This is an optimization exercise on Yosys and OpenROAD, whose aim is small area, a short achievable clock period and few clock cycles, not a production implementation.
Only simulation tests tie the RTL to the original design; equivalence was not proved.
No activity file was given, so power comes from the tool's default toggle rates.

$ cat flow/design.v
module aes_sbox (
    input  wire [7:0] a,
    output reg  [7:0] y
);
    always @(*) begin
        case (a)
            8'h00: y = 8'h63;
            8'h01: y = 8'h7c;
            8'h02: y = 8'h77;
            8'h03: y = 8'h7b;
            8'h04: y = 8'hf2;
            8'h05: y = 8'h6b;
            8'h06: y = 8'h6f;
            8'h07: y = 8'hc5;
            8'h08: y = 8'h30;
            8'h09: y = 8'h01;
            8'h0a: y = 8'h67;
            8'h0b: y = 8'h2b;
            8'h0c: y = 8'hfe;
            8'h0d: y = 8'hd7;
            8'h0e: y = 8'hab;
            8'h0f: y = 8'h76;
            8'h10: y = 8'hca;
            8'h11: y = 8'h82;
            8'h12: y = 8'hc9;
            8'h13: y = 8'h7d;
            8'h14: y = 8'hfa;
            8'h15: y = 8'h59;
            8'h16: y = 8'h47;
            8'h17: y = 8'hf0;
            8'h18: y = 8'had;
            8'h19: y = 8'hd4;
            8'h1a: y = 8'ha2;
            8'h1b: y = 8'haf;
            8'h1c: y = 8'h9c;
            8'h1d: y = 8'ha4;
            8'h1e: y = 8'h72;
            8'h1f: y = 8'hc0;
            8'h20: y = 8'hb7;
            8'h21: y = 8'hfd;
            8'h22: y = 8'h93;
            8'h23: y = 8'h26;
            8'h24: y = 8'h36;
            8'h25: y = 8'h3f;
            8'h26: y = 8'hf7;
            8'h27: y = 8'hcc;
            8'h28: y = 8'h34;
            8'h29: y = 8'ha5;
            8'h2a: y = 8'he5;
            8'h2b: y = 8'hf1;
            8'h2c: y = 8'h71;
            8'h2d: y = 8'hd8;
            8'h2e: y = 8'h31;
            8'h2f: y = 8'h15;
            8'h30: y = 8'h04;
            8'h31: y = 8'hc7;
            8'h32: y = 8'h23;
            8'h33: y = 8'hc3;
            8'h34: y = 8'h18;
            8'h35: y = 8'h96;
            8'h36: y = 8'h05;
            8'h37: y = 8'h9a;
            8'h38: y = 8'h07;
            8'h39: y = 8'h12;
            8'h3a: y = 8'h80;
            8'h3b: y = 8'he2;
            8'h3c: y = 8'heb;
            8'h3d: y = 8'h27;
            8'h3e: y = 8'hb2;
            8'h3f: y = 8'h75;
            8'h40: y = 8'h09;
            8'h41: y = 8'h83;
            8'h42: y = 8'h2c;
            8'h43: y = 8'h1a;
            8'h44: y = 8'h1b;
            8'h45: y = 8'h6e;
            8'h46: y = 8'h5a;
            8'h47: y = 8'ha0;
            8'h48: y = 8'h52;
            8'h49: y = 8'h3b;
            8'h4a: y = 8'hd6;
            8'h4b: y = 8'hb3;
            8'h4c: y = 8'h29;
            8'h4d: y = 8'he3;
            8'h4e: y = 8'h2f;
            8'h4f: y = 8'h84;
            8'h50: y = 8'h53;
            8'h51: y = 8'hd1;
            8'h52: y = 8'h00;
            8'h53: y = 8'hed;
            8'h54: y = 8'h20;
            8'h55: y = 8'hfc;
            8'h56: y = 8'hb1;
            8'h57: y = 8'h5b;
            8'h58: y = 8'h6a;
            8'h59: y = 8'hcb;
            8'h5a: y = 8'hbe;
            8'h5b: y = 8'h39;
            8'h5c: y = 8'h4a;
            8'h5d: y = 8'h4c;
            8'h5e: y = 8'h58;
            8'h5f: y = 8'hcf;
            8'h60: y = 8'hd0;
            8'h61: y = 8'hef;
            8'h62: y = 8'haa;
            8'h63: y = 8'hfb;
            8'h64: y = 8'h43;
            8'h65: y = 8'h4d;
            8'h66: y = 8'h33;
            8'h67: y = 8'h85;
            8'h68: y = 8'h45;
            8'h69: y = 8'hf9;
            8'h6a: y = 8'h02;
            8'h6b: y = 8'h7f;
            8'h6c: y = 8'h50;
            8'h6d: y = 8'h3c;
            8'h6e: y = 8'h9f;
            8'h6f: y = 8'ha8;
            8'h70: y = 8'h51;
            8'h71: y = 8'ha3;
            8'h72: y = 8'h40;
            8'h73: y = 8'h8f;
            8'h74: y = 8'h92;
            8'h75: y = 8'h9d;
            8'h76: y = 8'h38;
            8'h77: y = 8'hf5;
            8'h78: y = 8'hbc;
            8'h79: y = 8'hb6;
            8'h7a: y = 8'hda;
            8'h7b: y = 8'h21;
            8'h7c: y = 8'h10;
            8'h7d: y = 8'hff;
            8'h7e: y = 8'hf3;
            8'h7f: y = 8'hd2;
            8'h80: y = 8'hcd;
            8'h81: y = 8'h0c;
            8'h82: y = 8'h13;
            8'h83: y = 8'hec;
            8'h84: y = 8'h5f;
            8'h85: y = 8'h97;
            8'h86: y = 8'h44;
            8'h87: y = 8'h17;
            8'h88: y = 8'hc4;
            8'h89: y = 8'ha7;
            8'h8a: y = 8'h7e;
            8'h8b: y = 8'h3d;
            8'h8c: y = 8'h64;
            8'h8d: y = 8'h5d;
            8'h8e: y = 8'h19;
            8'h8f: y = 8'h73;
            8'h90: y = 8'h60;
            8'h91: y = 8'h81;
            8'h92: y = 8'h4f;
            8'h93: y = 8'hdc;
            8'h94: y = 8'h22;
            8'h95: y = 8'h2a;
            8'h96: y = 8'h90;
            8'h97: y = 8'h88;
            8'h98: y = 8'h46;
            8'h99: y = 8'hee;
            8'h9a: y = 8'hb8;
            8'h9b: y = 8'h14;
            8'h9c: y = 8'hde;
            8'h9d: y = 8'h5e;
            8'h9e: y = 8'h0b;
            8'h9f: y = 8'hdb;
            8'ha0: y = 8'he0;
            8'ha1: y = 8'h32;
            8'ha2: y = 8'h3a;
            8'ha3: y = 8'h0a;
            8'ha4: y = 8'h49;
            8'ha5: y = 8'h06;
            8'ha6: y = 8'h24;
            8'ha7: y = 8'h5c;
            8'ha8: y = 8'hc2;
            8'ha9: y = 8'hd3;
            8'haa: y = 8'hac;
            8'hab: y = 8'h62;
            8'hac: y = 8'h91;
            8'had: y = 8'h95;
            8'hae: y = 8'he4;
            8'haf: y = 8'h79;
            8'hb0: y = 8'he7;
            8'hb1: y = 8'hc8;
            8'hb2: y = 8'h37;
            8'hb3: y = 8'h6d;
            8'hb4: y = 8'h8d;
            8'hb5: y = 8'hd5;
            8'hb6: y = 8'h4e;
            8'hb7: y = 8'ha9;
            8'hb8: y = 8'h6c;
            8'hb9: y = 8'h56;
            8'hba: y = 8'hf4;
            8'hbb: y = 8'hea;
            8'hbc: y = 8'h65;
            8'hbd: y = 8'h7a;
            8'hbe: y = 8'hae;
            8'hbf: y = 8'h08;
            8'hc0: y = 8'hba;
            8'hc1: y = 8'h78;
            8'hc2: y = 8'h25;
            8'hc3: y = 8'h2e;
            8'hc4: y = 8'h1c;
            8'hc5: y = 8'ha6;
            8'hc6: y = 8'hb4;
            8'hc7: y = 8'hc6;
            8'hc8: y = 8'he8;
            8'hc9: y = 8'hdd;
            8'hca: y = 8'h74;
            8'hcb: y = 8'h1f;
            8'hcc: y = 8'h4b;
            8'hcd: y = 8'hbd;
            8'hce: y = 8'h8b;
            8'hcf: y = 8'h8a;
            8'hd0: y = 8'h70;
            8'hd1: y = 8'h3e;
            8'hd2: y = 8'hb5;
            8'hd3: y = 8'h66;
            8'hd4: y = 8'h48;
            8'hd5: y = 8'h03;
            8'hd6: y = 8'hf6;
            8'hd7: y = 8'h0e;
            8'hd8: y = 8'h61;
            8'hd9: y = 8'h35;
            8'hda: y = 8'h57;
            8'hdb: y = 8'hb9;
            8'hdc: y = 8'h86;
            8'hdd: y = 8'hc1;
            8'hde: y = 8'h1d;
            8'hdf: y = 8'h9e;
            8'he0: y = 8'he1;
            8'he1: y = 8'hf8;
            8'he2: y = 8'h98;
            8'he3: y = 8'h11;
            8'he4: y = 8'h69;
            8'he5: y = 8'hd9;
            8'he6: y = 8'h8e;
            8'he7: y = 8'h94;
            8'he8: y = 8'h9b;
            8'he9: y = 8'h1e;
            8'hea: y = 8'h87;
            8'heb: y = 8'he9;
            8'hec: y = 8'hce;
            8'hed: y = 8'h55;
            8'hee: y = 8'h28;
            8'hef: y = 8'hdf;
            8'hf0: y = 8'h8c;
            8'hf1: y = 8'ha1;
            8'hf2: y = 8'h89;
            8'hf3: y = 8'h0d;
            8'hf4: y = 8'hbf;
            8'hf5: y = 8'he6;
            8'hf6: y = 8'h42;
            8'hf7: y = 8'h68;
            8'hf8: y = 8'h41;
            8'hf9: y = 8'h99;
            8'hfa: y = 8'h2d;
            8'hfb: y = 8'h0f;
            8'hfc: y = 8'hb0;
            8'hfd: y = 8'h54;
            8'hfe: y = 8'hbb;
            8'hff: y = 8'h16;
            default: y = 8'h00;
        endcase
    end
endmodule
module aes256_enc (
    input  wire         clk,
    input  wire         rst,
    input  wire         start,       
    input  wire [255:0] key,
    input  wire [127:0] block_in,
    output reg          busy,
    output reg          done,        
    output reg  [127:0] result
);
    reg [127:0] state;
    reg [255:0] kwin;                
    reg [3:0]   round;
    wire [127:0] sub;
    genvar i;
    generate
        for (i = 0; i < 16; i = i + 1) begin : g_sb
            aes_sbox u_sb (.a(state[127 - 8*i -: 8]), .y(sub[127 - 8*i -: 8]));
        end
    endgenerate
    function [127:0] shift_rows(input [127:0] s);
        integer r, c;
        begin
            for (c = 0; c < 4; c = c + 1)
                for (r = 0; r < 4; r = r + 1)
                    shift_rows[127 - 8*(4*c + r) -: 8] = s[127 - 8*(4*((c + r) % 4) + r) -: 8];
        end
    endfunction
    function [7:0] xt(input [7:0] b);
        xt = {b[6:0], 1'b0} ^ (b[7] ? 8'h1b : 8'h00);
    endfunction
    function [127:0] mix_columns(input [127:0] s);
        integer c;
        reg [7:0] a0, a1, a2, a3;
        begin
            for (c = 0; c < 4; c = c + 1) begin
                a0 = s[127 - 32*c -: 8];
                a1 = s[119 - 32*c -: 8];
                a2 = s[111 - 32*c -: 8];
                a3 = s[103 - 32*c -: 8];
                mix_columns[127 - 32*c -: 8] = xt(a0) ^ xt(a1) ^ a1 ^ a2 ^ a3;
                mix_columns[119 - 32*c -: 8] = a0 ^ xt(a1) ^ xt(a2) ^ a2 ^ a3;
                mix_columns[111 - 32*c -: 8] = a0 ^ a1 ^ xt(a2) ^ xt(a3) ^ a3;
                mix_columns[103 - 32*c -: 8] = xt(a0) ^ a0 ^ a1 ^ a2 ^ xt(a3);
            end
        end
    endfunction
    wire [31:0] last_w = kwin[31:0];
    wire [31:0] sw_in  = round[0] ? last_w : {last_w[23:0], last_w[31:24]};
    wire [31:0] sw_out;
    generate
        for (i = 0; i < 4; i = i + 1) begin : g_ksb
            aes_sbox u_ksb (.a(sw_in[8*i +: 8]), .y(sw_out[8*i +: 8]));
        end
    endgenerate
    reg [7:0] rcon;
    always @(*) begin
        case (round[3:1])
            3'd1: rcon = 8'h01;
            3'd2: rcon = 8'h02;
            3'd3: rcon = 8'h04;
            3'd4: rcon = 8'h08;
            3'd5: rcon = 8'h10;
            3'd6: rcon = 8'h20;
            default: rcon = 8'h40;
        endcase
    end
    wire [31:0] t  = round[0] ? sw_out : (sw_out ^ {rcon, 24'h0});
    wire [31:0] n0 = kwin[255:224] ^ t;
    wire [31:0] n1 = kwin[223:192] ^ n0;
    wire [31:0] n2 = kwin[191:160] ^ n1;
    wire [31:0] n3 = kwin[159:128] ^ n2;
    wire [127:0] new_words = {n0, n1, n2, n3};
    wire [127:0] rk = (round == 4'd1) ? kwin[127:0] : new_words;
    wire [127:0] sr = shift_rows(sub);
    wire [127:0] rnd_out = ((round == 4'd14) ? sr : mix_columns(sr)) ^ rk;
    always @(posedge clk) begin
        if (rst) begin
            busy  <= 1'b0;
            done  <= 1'b0;
            round <= 4'd0;
        end else begin
            done <= 1'b0;
            if (!busy) begin
                if (start) begin
                    state <= block_in ^ key[255:128];
                    kwin  <= key;
                    round <= 4'd1;
                    busy  <= 1'b1;
                end
            end else begin
                state <= rnd_out;
                if (round != 4'd1)
                    kwin <= {kwin[127:0], new_words};
                if (round == 4'd14) begin
                    busy   <= 1'b0;
                    done   <= 1'b1;
                    result <= rnd_out;
                end
                round <= round + 4'd1;
            end
        end
    end
endmodule
module gcm_top (
    input  wire         clk,
    input  wire         rst,
    input  wire         cmd_valid,
    output wire         cmd_ready,
    input  wire [2:0]   cmd_op,
    input  wire [255:0] cmd_data,
    input  wire [4:0]   cmd_nbytes,
    output reg          out_valid,
    output reg          out_tag,
    output reg  [127:0] out_data
);
    localparam OP_KEY = 3'd0, OP_START = 3'd1, OP_AAD = 3'd2, OP_TEXT = 3'd3, OP_FINISH = 3'd4;
    localparam S_IDLE   = 3'd0,
               S_H      = 3'd1,    
               S_J0     = 3'd2,    
               S_CTR    = 3'd3,    
               S_GHASH  = 3'd4,    
               S_TAG    = 3'd5;    
    reg [2:0]   st;
    reg [255:0] key;
    reg [127:0] h;
    reg [127:0] ej0;
    reg [127:0] ctr;
    reg [127:0] y;
    reg [63:0]  len_a, len_c;
    reg         decrypt;
    reg         finishing;
    reg [127:0] blk;
    reg [4:0]   nbytes;
    reg [127:0] gx, gz, gv;
    reg [6:0]   gcnt;
    reg          aes_start;
    reg  [127:0] aes_in;
    wire         aes_busy, aes_done;
    wire [127:0] aes_out;
    aes256_enc u_aes (
        .clk(clk), .rst(rst), .start(aes_start), .key(key), .block_in(aes_in),
        .busy(aes_busy), .done(aes_done), .result(aes_out)
    );
    assign cmd_ready = (st == S_IDLE) && !aes_start;
    function [127:0] byte_mask(input [4:0] n);
        integer k;
        begin
            for (k = 0; k < 16; k = k + 1)
                byte_mask[127 - 8*k -: 8] = (k < n) ? 8'hFF : 8'h00;
        end
    endfunction
    wire [4:0]   cmd_n  = (cmd_nbytes == 5'd0 || cmd_nbytes > 5'd16) ? 5'd16 : cmd_nbytes;
    wire [127:0] tmask  = byte_mask(nbytes);
    wire [127:0] ctext  = (blk ^ aes_out) & tmask;           
    wire [127:0] hashed = decrypt ? (blk & tmask) : ctext;   
    always @(posedge clk) begin
        if (rst) begin
            st        <= S_IDLE;
            aes_start <= 1'b0;
            out_valid <= 1'b0;
            out_tag   <= 1'b0;
            finishing <= 1'b0;
        end else begin
            aes_start <= 1'b0;
            out_valid <= 1'b0;
            case (st)
                S_IDLE: begin
                    if (cmd_valid && cmd_ready) begin
                        case (cmd_op)
                            OP_KEY: begin
                                key       <= cmd_data;
                                aes_in    <= 128'h0;
                                aes_start <= 1'b1;
                                st        <= S_H;
                            end
                            OP_START: begin
                                decrypt   <= cmd_data[96];
                                ctr       <= {cmd_data[95:0], 32'd2};
                                y         <= 128'h0;
                                len_a     <= 64'h0;
                                len_c     <= 64'h0;
                                aes_in    <= {cmd_data[95:0], 32'd1};
                                aes_start <= 1'b1;
                                st        <= S_J0;
                            end
                            OP_AAD: begin
                                len_a     <= len_a + 64'd128;
                                gx        <= y ^ cmd_data[127:0];
                                gz        <= 128'h0;
                                gv        <= h;
                                gcnt      <= 7'd0;
                                finishing <= 1'b0;
                                st        <= S_GHASH;
                            end
                            OP_TEXT: begin
                                blk       <= cmd_data[127:0];
                                nbytes    <= cmd_n;
                                len_c     <= len_c + {56'h0, cmd_n, 3'b000};
                                aes_in    <= ctr;
                                ctr       <= {ctr[127:32], ctr[31:0] + 32'd1};
                                aes_start <= 1'b1;
                                st        <= S_CTR;
                            end
                            OP_FINISH: begin
                                gx        <= y ^ {len_a, len_c};
                                gz        <= 128'h0;
                                gv        <= h;
                                gcnt      <= 7'd0;
                                finishing <= 1'b1;
                                st        <= S_GHASH;
                            end
                            default: ;
                        endcase
                    end
                end
                S_H: begin
                    if (aes_done) begin
                        h  <= aes_out;
                        st <= S_IDLE;
                    end
                end
                S_J0: begin
                    if (aes_done) begin
                        ej0 <= aes_out;
                        st  <= S_IDLE;
                    end
                end
                S_CTR: begin
                    if (aes_done) begin
                        out_valid <= 1'b1;
                        out_tag   <= 1'b0;
                        out_data  <= ctext;
                        gx        <= y ^ hashed;
                        gz        <= 128'h0;
                        gv        <= h;
                        gcnt      <= 7'd0;
                        finishing <= 1'b0;
                        st        <= S_GHASH;
                    end
                end
                S_GHASH: begin
                    gz   <= gx[127] ? (gz ^ gv) : gz;
                    gv   <= gv[0] ? ((gv >> 1) ^ {8'hE1, 120'h0}) : (gv >> 1);
                    gx   <= {gx[126:0], 1'b0};
                    gcnt <= gcnt + 7'd1;
                    if (gcnt == 7'd127) begin
                        y  <= gx[127] ? (gz ^ gv) : gz;
                        st <= finishing ? S_TAG : S_IDLE;
                    end
                end
                S_TAG: begin
                    out_valid <= 1'b1;
                    out_tag   <= 1'b1;
                    out_data  <= y ^ ej0;
                    st        <= S_IDLE;
                end
                default: st <= S_IDLE;
            endcase
        end
    end
endmodule
$ cat flow/run.sh
#!/bin/bash
# synth_recipe.tcl (not shown) runs the flow's synth.tcl, then flattens the netlist and writes it again
# the make line also repeats each setting of config.mk as NAME=value (left out here)
make -C /OpenROAD-flow-scripts/flow DESIGN_CONFIG=/design/flow/config.mk WORK_HOME=/design/flow/orfs CLKGATE_MAP_FILE= SYNTH_SCRIPT=/design/flow/synth_recipe.tcl finish
$ cat flow/config.mk
export PLATFORM = sky130hd
export DESIGN_NAME = gcm_top
export DESIGN_NICKNAME = gcm_top
export VERILOG_FILES = /design/flow/design.v
export SDC_FILE = /design/flow/constraint.sdc
export NUM_CORES = 8
export LEC_CHECK = 0
export CAP_MARGIN = 20
export CORE_MARGIN = 2
export CORE_UTILIZATION = 40
export SLEW_MARGIN = 20
$ cat flow/constraint.sdc
create_clock -name core_clock -period 11.0 [get_ports {clk}]
set_input_delay 2.2000 -clock core_clock [delete_from_list [all_inputs] [get_ports {clk}]]
set_output_delay 2.2000 -clock core_clock [all_outputs]
set_load 0.01 [all_outputs]
==> flow_metrics.env <==
export IMPL_status="no timing/DRC/antenna violations"
export IMPL_reg2reg_slack_ps=1290
export IMPL_antenna_found_initial=104
export IMPL_cts_buffer_depth=4
export IMPL_crit_chain="buf_4 -> nor2b_1 -> buf_4 -> a2bb2oi_1 -> buf_4 -> o221ai_1 -> a32oi_1 -> and4_1 -> nor3_2 -> xnor2_1 -> xnor2_2 -> xnor2_1 -> a221o_1 -> buf_4 -> ha_1 -> nor2_1 -> o21ai_0 -> and3_1 -> o31ai_1 -> a32oi_1 -> and3_1"
export IMPL_power_leakage_nw=67.5
export IMPL_htree_levels=5
export IMPL_cp_required_ps=11890
export IMPL_fmax_ghz=0.103
export IMPL_final_cell_mix="2,278 x nand2_1, 2,179 x edfxtp_1, 2,013 x nor2_1"
export IMPL_dieArea_um2=446000
export IMPL_vdd_ir_drop_max_mv=0.289
export IMPL_avgViaCountPerCell=6.97
export IMPL_synth_nets=20600
export IMPL_fin_crit_sh_pct=88.3
export IMPL_insertion_delay_ps=980
export IMPL_avgRoutedWirePerCell_um=36.5
export IMPL_crit_path_max_fanout=60
export IMPL_end_kind="flip-flop"
export IMPL_io_buffers=397
export IMPL_dp_hpwl_um=690000
export IMPL_worstMarginPinSlew_ps=1340
export IMPL_cts_tree="done"
export IMPL_grt_overflow=0
export IMPL_async_flop_share_pct=0
export IMPL_final_cell_area_um2=197000
export IMPL_rows=243
export IMPL_slowest_delay_ps=1010
export IMPL_min_delay_start="h[84]"
export IMPL_grt_pass1_wl_um=1310000
export IMPL_die_h_um=668
export IMPL_crit_cells=21
export IMPL_crit_path_top_delay_cell="o221ai_1"
export IMPL_clk_pin_slew_ps=60
export IMPL_maxSlewViolCount=0
export IMPL_synth_edff_count=2179
export IMPL_setup_viol=0
export IMPL_hold_depth=2
export IMPL_cp_top_family="compound AO/OA/AOI/OAI gates"
export IMPL_fin_skew_ps=76.9
export IMPL_fp_dieW_um=668
export IMPL_netlist_instances=20100
export IMPL_drive_gt1_share_pct=9.36
export IMPL_grt_max_degree=153
export IMPL_start_util_pct=40.2
export IMPL_antenna_left=0
export IMPL_area_growth_pct=11.7
export IMPL_crit_arrival_ps=10600
export IMPL_rsz0062_at_grt="no"
export IMPL_routabilityCongestion=1.11
export IMPL_grt_pass1_vias=163000
export IMPL_worst_setup_path_start_kind="flip-flop"
export IMPL_final_common_cell="nand2_1"
export IMPL_cpMostUsedCell="buf_4"
export IMPL_fp_coreArea_um2=438000
export IMPL_syn_area_um2=176000
export IMPL_worstHoldPathType="reg2reg"
export IMPL_cts_resized=0
export IMPL_grt_total_usage_pct=40.6
export IMPL_num_io_pins=398
export IMPL_vias=181000
export IMPL_cts_setup_buffers=0
export IMPL_cts_buffers=275
export IMPL_reg2regPathDepth=21
export IMPL_synth_seq_cells=2320
export IMPL_synth_distinct_cells=144
export IMPL_ys_flop_type="edfxtp_1"
export IMPL_timing_rr_end="u_aes.g_sb[8].u_sb.y[0]"
export IMPL_synth_yosys_seq_area_share_pct=38.7
export IMPL_placed_area_um2=187000
export IMPL_cp_num_buf_inv=4
export IMPL_drc=0
export IMPL_layout_min_cycle_time_ps=9710
export IMPL_final_nets=20400
export IMPL_hold_violations=0
export IMPL_drv_cap=0
export IMPL_drt_wl_total_um=948000
export IMPL_maxSlewHeadroom_pct=10.2
export IMPL_ys_warn_count=3
export IMPL_cts_sinks=2320
export IMPL_reg2reg_from="u_aes.round[0]"
export IMPL_drtIter0Drc=33800
export IMPL_syn_avg_cell_area_um2=8.79
export IMPL_whs_endpoint="gv[84]"
export IMPL_first_pass_iters=14
export IMPL_fin_tns_setup_ps=0
export IMPL_ctsRootBufferMaster="clkbuf_16"
export IMPL_cts_hold_buf=0
export IMPL_crit_type="reg2reg"
export IMPL_p_per_area_nw_per_um2=229
-- through the flow --
stage               util [%]  std cells  worst slack, ps  hold slack [ps]  power (mW)
floorplan                  -      20100            -4490              480        23.2
global placement        42.8      25400             1850              495        34.0
detailed placement      42.8      25400             1860              497        33.8
CTS                     44.8      25900             1870              466        43.4
global route            44.9      25900             1340              479        45.5
finish                  44.9      26000             1290              463        45.0
-- final cells by class --
type	instances	area, um2
Clock buffer	329	7250
Sequential cell	2320	68300
Timing Repair Buffer	1220	10600
Multi-Input combinational cell	15800	100000
Antenna cell	72	180
Inverter	215	822
Fill cell	42900	242000
Clock inverter	166	1880
Tap cell	5880	7360
-- layer usage --
| metal | global-route usage [%] | vias up | wire length, um | share of wire, % |
|---|---|---|---|---|
| met1 | 52.9 | 87800 | 354000 | 37 |
| met2 | 56.9 | 15500 | 380000 | 40 |
| met5 | 0.0760 | - | 501 | 0.053 |
| met4 | 26.8 | 60 | 79800 | 8.4 |
| met3 | 13.5 | 3249 | 134000 | 14 |
| li1 | - | 74500 | - | - |
-- kinds of logic (layout without fill, tap and decap cells) --
group	Yosys count	after routing	share of synthesized area [%]
mux	644	644	3.97
compound gates	6326	6326	23.9
buf+inv	1958	1930	4.81
simple gates	6772	6772	17.4
fa+ha+maj	293	293	2.08
xor+xnor	1745	1745	9.14
flops	2320	2320	38.7
other cells	0	72	0
-- where the power goes --
group	total (mW)	internal (mW)	switching (mW)
registers	11.6	10.6	0.911
logic	23.8	6.52	17.3
clock network	9.67	5.48	4.19
total	45.0	22.7	22.4
-- cells in the mapped netlist (230+ instances only) --
| master | count | area [um2] |
|---|---|---|
| a211oi_1 | 293 | 2200 |
| a31oi_1 | 316 | 1980 |
| o22ai_1 | 464 | 2900 |
| and2_1 | 230 | 1440 |
| buf_2 | 486 | 2430 |
| a21oi_1 | 1445 | 7230 |
| clkbuf_1 | 996 | 3740 |
| nand3_1 | 623 | 3120 |
| nand2_1 | 2284 | 8570 |
| mux2i_1 | 384 | 3840 |
| nor2_1 | 2030 | 7620 |
| o21ai_0 | 1350 | 6760 |
| o211ai_1 | 348 | 2610 |
| nor3_1 | 442 | 2210 |
| xnor2_1 | 1165 | 10200 |
| xor2_1 | 520 | 4550 |
| edfxtp_1 | 2179 | 65400 |
| ha_1 | 292 | 3650 |
-- registers in the layout, indices dropped and copies added (netlist names), 57 cells and up --
register and cells:
key 256, u_aes.kwin 256, aes_in 128, blk 128, ctr 128, ej0 128
gv 128, gx 128, gz 128, h 128, out_data 128, u_aes.g_sb.u_sb.y 128
u_aes.result 128, u_aes.state 128, y 128, len_c 61, len_a 57
-- how the worst max path moves through the flow --
stage	to	from	slack, ps
2_1_floorplan	u_aes.kwin[0]	rst	-4490
3_3_place_gp	u_aes.g_sb[14].u_sb.y[4]	u_aes.round[0]	1850
3_5_place_dp	u_aes.g_sb[14].u_sb.y[4]	u_aes.round[0]	1860
4_1_cts	u_aes.g_sb[14].u_sb.y[4]	u_aes.round[0]	1870
5_1_grt	u_aes.g_sb[14].u_sb.y[0]	u_aes.round[0]	1340
6_report	u_aes.g_sb[8].u_sb.y[0]	u_aes.round[0]	1290
-- tightest hold or removal path: cells and delay by family, from the launching register on --
family | cells | cell delay, ps
DFF | 1 | 320
and+or+nand+nor | 2 | 100
Testbench counts, summed over its fixed seeds: cycles 234,579.

[what the ideal ports hide]
The results above use ideal ports. As a check the final layout listed here was re-extracted and re-timed, cells and wires unchanged.
Step 1 assumes that a clkbuf_16 drives the clock port and a buf_2 every other input.
Step 2 times the ports against the registers' clock, not the clock port: input delays grow and output delays shrink by t, the midpoint of the rising clock arrivals with the driver on.
Three values: ideal ports, drivers, drivers and shift; two values: the first two.
shift t [ns]: 1.068
slack for setup (ns): 1.289 / 1.289 / 1.289
cell pins on the clock port's net: 1
After both steps this run still meets setup and hold. For this run, drivers alone change the setup slack by 0.000 ns; drivers and shift together by 0.000 ns.
